Context: an optimization exercise on an open-source flow, tuned for small area, a short achievable clock period and few clock cycles per item. The choices shown serve that exercise and are no tape-out recipe.
At most, simulation tests tie the RTL to the original design; equivalence was not proved.

## run A
==> flow/design.v (excerpt) <==
module aes256_core (
  input  wire         clk,
  input  wire         rst,         
  input  wire         in_valid,
  output wire         in_ready,
  input  wire [255:0] in_key,
  input  wire [127:0] in_block,
  output wire         out_valid,
  input  wire         out_ready,
  output wire [127:0] out_block
);
Size: about 520 I/O pins, roughly 85000 um^2 of cells after synthesis.
clock: 8.0 ns
lec_check: 0
abc_area: 1
cap_margin: 20
cell_pad_in_sites_detail_placement: 1
cell_pad_in_sites_global_placement: 2
core_margin: 2
core_utilization: 36
cts_cluster_size: 30
place_density: 0.55
setup_slack_margin: 5
slew_margin: 20
run.sh (not shown) runs the stock make flow with config.mk's settings and CLKGATE_MAP_FILE= SYNTH_SCRIPT=/design/flow/synth_recipe.tcl, a recipe that flattens the netlist after the stock synthesis.
Run A finished end to end and its layout was clean on timing, DRC and antenna.
Testbench counts of run A, summed over its fixed seeds: cycles 7,208, items 512.
For run B, these inputs were changed with respect to run A:
# run A
export LEC_CHECK = 0
export ABC_AREA = 1
export CAP_MARGIN = 20
export CELL_PAD_IN_SITES_DETAIL_PLACEMENT = 1
export CELL_PAD_IN_SITES_GLOBAL_PLACEMENT = 2
export CORE_MARGIN = 2
export CORE_UTILIZATION = 36
export CTS_CLUSTER_SIZE = 30
export PLACE_DENSITY = 0.55
export SETUP_SLACK_MARGIN = 5
export SLEW_MARGIN = 20
create_clock -name core_clock -period 8.0 [get_ports {clk}]
# run B
export LEC_CHECK = 0
export ABC_AREA = 1
export CAP_MARGIN = 20
export CELL_PAD_IN_SITES_DETAIL_PLACEMENT = 1
export CELL_PAD_IN_SITES_GLOBAL_PLACEMENT = 1
export CORE_MARGIN = 2
export CORE_UTILIZATION = 45
export CTS_CLUSTER_SIZE = 30
export PLACE_DENSITY = 0.62
export SETUP_SLACK_MARGIN = 5
export SLEW_MARGIN = 20
create_clock -name core_clock -period 8.0 [get_ports {clk}]
==> run summary <==
Reported for run B and run A, area after synthesis turned out identical to the last digit.
From run A to run B the numbers moved as follows: horizontal extent of the die lost about 10%, placed instance count lost 4.0%.
Min post-placement setup slack across run B and run A: run A
Cmp run B vs run A: post-cts gate resize count lower in run B
Run B never completed, since it errored out during 5_1_grt.
In run B, the number of CTS-inserted buffers came out about 3.7% below the value in run A.
Of run B and run A, run B shows the higher initial cell density of the core, with run A below it.
Between run A and run B, the flow reports buffer count from post-CTS setup fixing decreasing by more than a quarter.
The following lists how run C was set up differently from run B:
# run B
export LEC_CHECK = 0
export ABC_AREA = 1
export CAP_MARGIN = 20
export CELL_PAD_IN_SITES_DETAIL_PLACEMENT = 1
export CELL_PAD_IN_SITES_GLOBAL_PLACEMENT = 1
export CORE_MARGIN = 2
export CORE_UTILIZATION = 45
export CTS_CLUSTER_SIZE = 30
export PLACE_DENSITY = 0.62
export SETUP_SLACK_MARGIN = 5
export SLEW_MARGIN = 20
create_clock -name core_clock -period 8.0 [get_ports {clk}]
# run C
export LEC_CHECK = 0
export ABC_AREA = 1
export CAP_MARGIN = 20
export CELL_PAD_IN_SITES_DETAIL_PLACEMENT = 1
export CELL_PAD_IN_SITES_GLOBAL_PLACEMENT = 1
export CORE_MARGIN = 2
export CORE_UTILIZATION = 50
export CTS_BUF_LIST = sky130_fd_sc_hd__clkbuf_8
export CTS_CLUSTER_SIZE = 30
export PLACE_DENSITY = 0.66
export SETUP_SLACK_MARGIN = 5
export SLEW_MARGIN = 20
create_clock -name core_clock -period 8.0 [get_ports {clk}]
Notes after the runs:
As the logs show, run C stopped at 5_1_grt after a tool error, so it never reached the end of the flow. Diff run C..run B | synthesized netlist net count | unchanged. Looking at post-cts resize count, run C sits 468 higher than run B does. Run C: initial core utilization 5.0 points above run B. Diff run C..run B | simple-gate share of the synthesized area | unchanged. | placed cell count | run C vs run B | about 2% lower |. Diff run B..run C | synthesized-area fraction occupied by ao, oa, aoi and oai cells | negligible. Run C -> run B: area of the mapped netlist delta 0, exact match. The final reports for run C and run B show number of buffers inserted to repair setup after CTS higher in the former. Measured against run C, the horizontal extent of the die of run B comes out at 1.05 times the reference value. Relative to run B, global placement routability congestion increased by about 1% in run C.

---

== before ==
Another version of the RTL of aes256_core (not shown whole).
For scale: ~11,000 cells after synthesis, about 940 flip-flops, about 70,000 sq um of cells after synthesis.
make LEC_CHECK=0 ABC_AREA=1 CAP_MARGIN=20 CELL_PAD_IN_SITES_DETAIL_PLACEMENT=2 CELL_PAD_IN_SITES_GLOBAL_PLACEMENT=4 CORE_MARGIN=2 CORE_UTILIZATION=40 PLACE_DENSITY=0.55 SETUP_SLACK_MARGIN=4.8 SLEW_MARGIN=20 finish   # period 8.0 ns
before never completed; the flow aborted with a tool error in 3_1_place_gp_skip_io.
Changes in after relative to before:
- PLACE_DENSITY now 0.6, was 0.55
- CELL_PAD_IN_SITES_DETAIL_PLACEMENT now 1, was 2
- CELL_PAD_IN_SITES_GLOBAL_PLACEMENT now 1, was 4
Notes after the runs:
Diff before -> after: post-synthesis compound-gate area fraction comparable, mux share of post-synthesis cell area about even, number of register bits inferred by synthesis closely matched the old numbers. In summary, after completed successfully, with a layout that passed the timing, DRC and antenna checks. after vs. before: die boundary height level, fraction of synthesized cell area in xor and xnor cells comparable, starting density of the core level, synthesized cell count comparable, synthesized net count closely matched the old numbers. From before to after the numbers moved as follows: die width shows no meaningful change; synthesized area ~0 delta; async set-or-reset flop fraction in the synthesized netlist roughly the same.
No functional check of the RTL was part of any run of this note.

port drivers added, routing unchanged:
The flow's constraints put no driver on any port. The routed layouts listed below were extracted and timed again, unchanged, in two steps.
Step 1 sets driving cells, clkbuf_16 on the clock port and buf_2 on the other inputs (assumed; they add their load-dependent delay and slew).
Step 2 adds t to the input delays and takes it off the output delays; t is the mean of the earliest and latest rising clock arrival at the registers after step 1. Input paths then give back, and output paths get back, about the clock's delay inside the block.
Three values: ideal ports, drivers, drivers and shift; two values: the first two.
run | shift t [ns] | slack for setup (ns) | worst hold slack (ns) | worst register clock-pin slew, ns
run A | 0.875 | 4.783 / 4.783 / 4.297 | 0.325 / 0.325 / 0.325 | 0.08 / 0.08
after | 0.835 | 4.227 / 4.227 / 4.227 | 0.319 / 0.319 / 0.319 | 0.08 / 0.08
After both steps every run listed still meets setup and hold. The setup slack of run A, which loses most, moves by 0.000 ns with the drivers and by -0.486 ns with both steps.
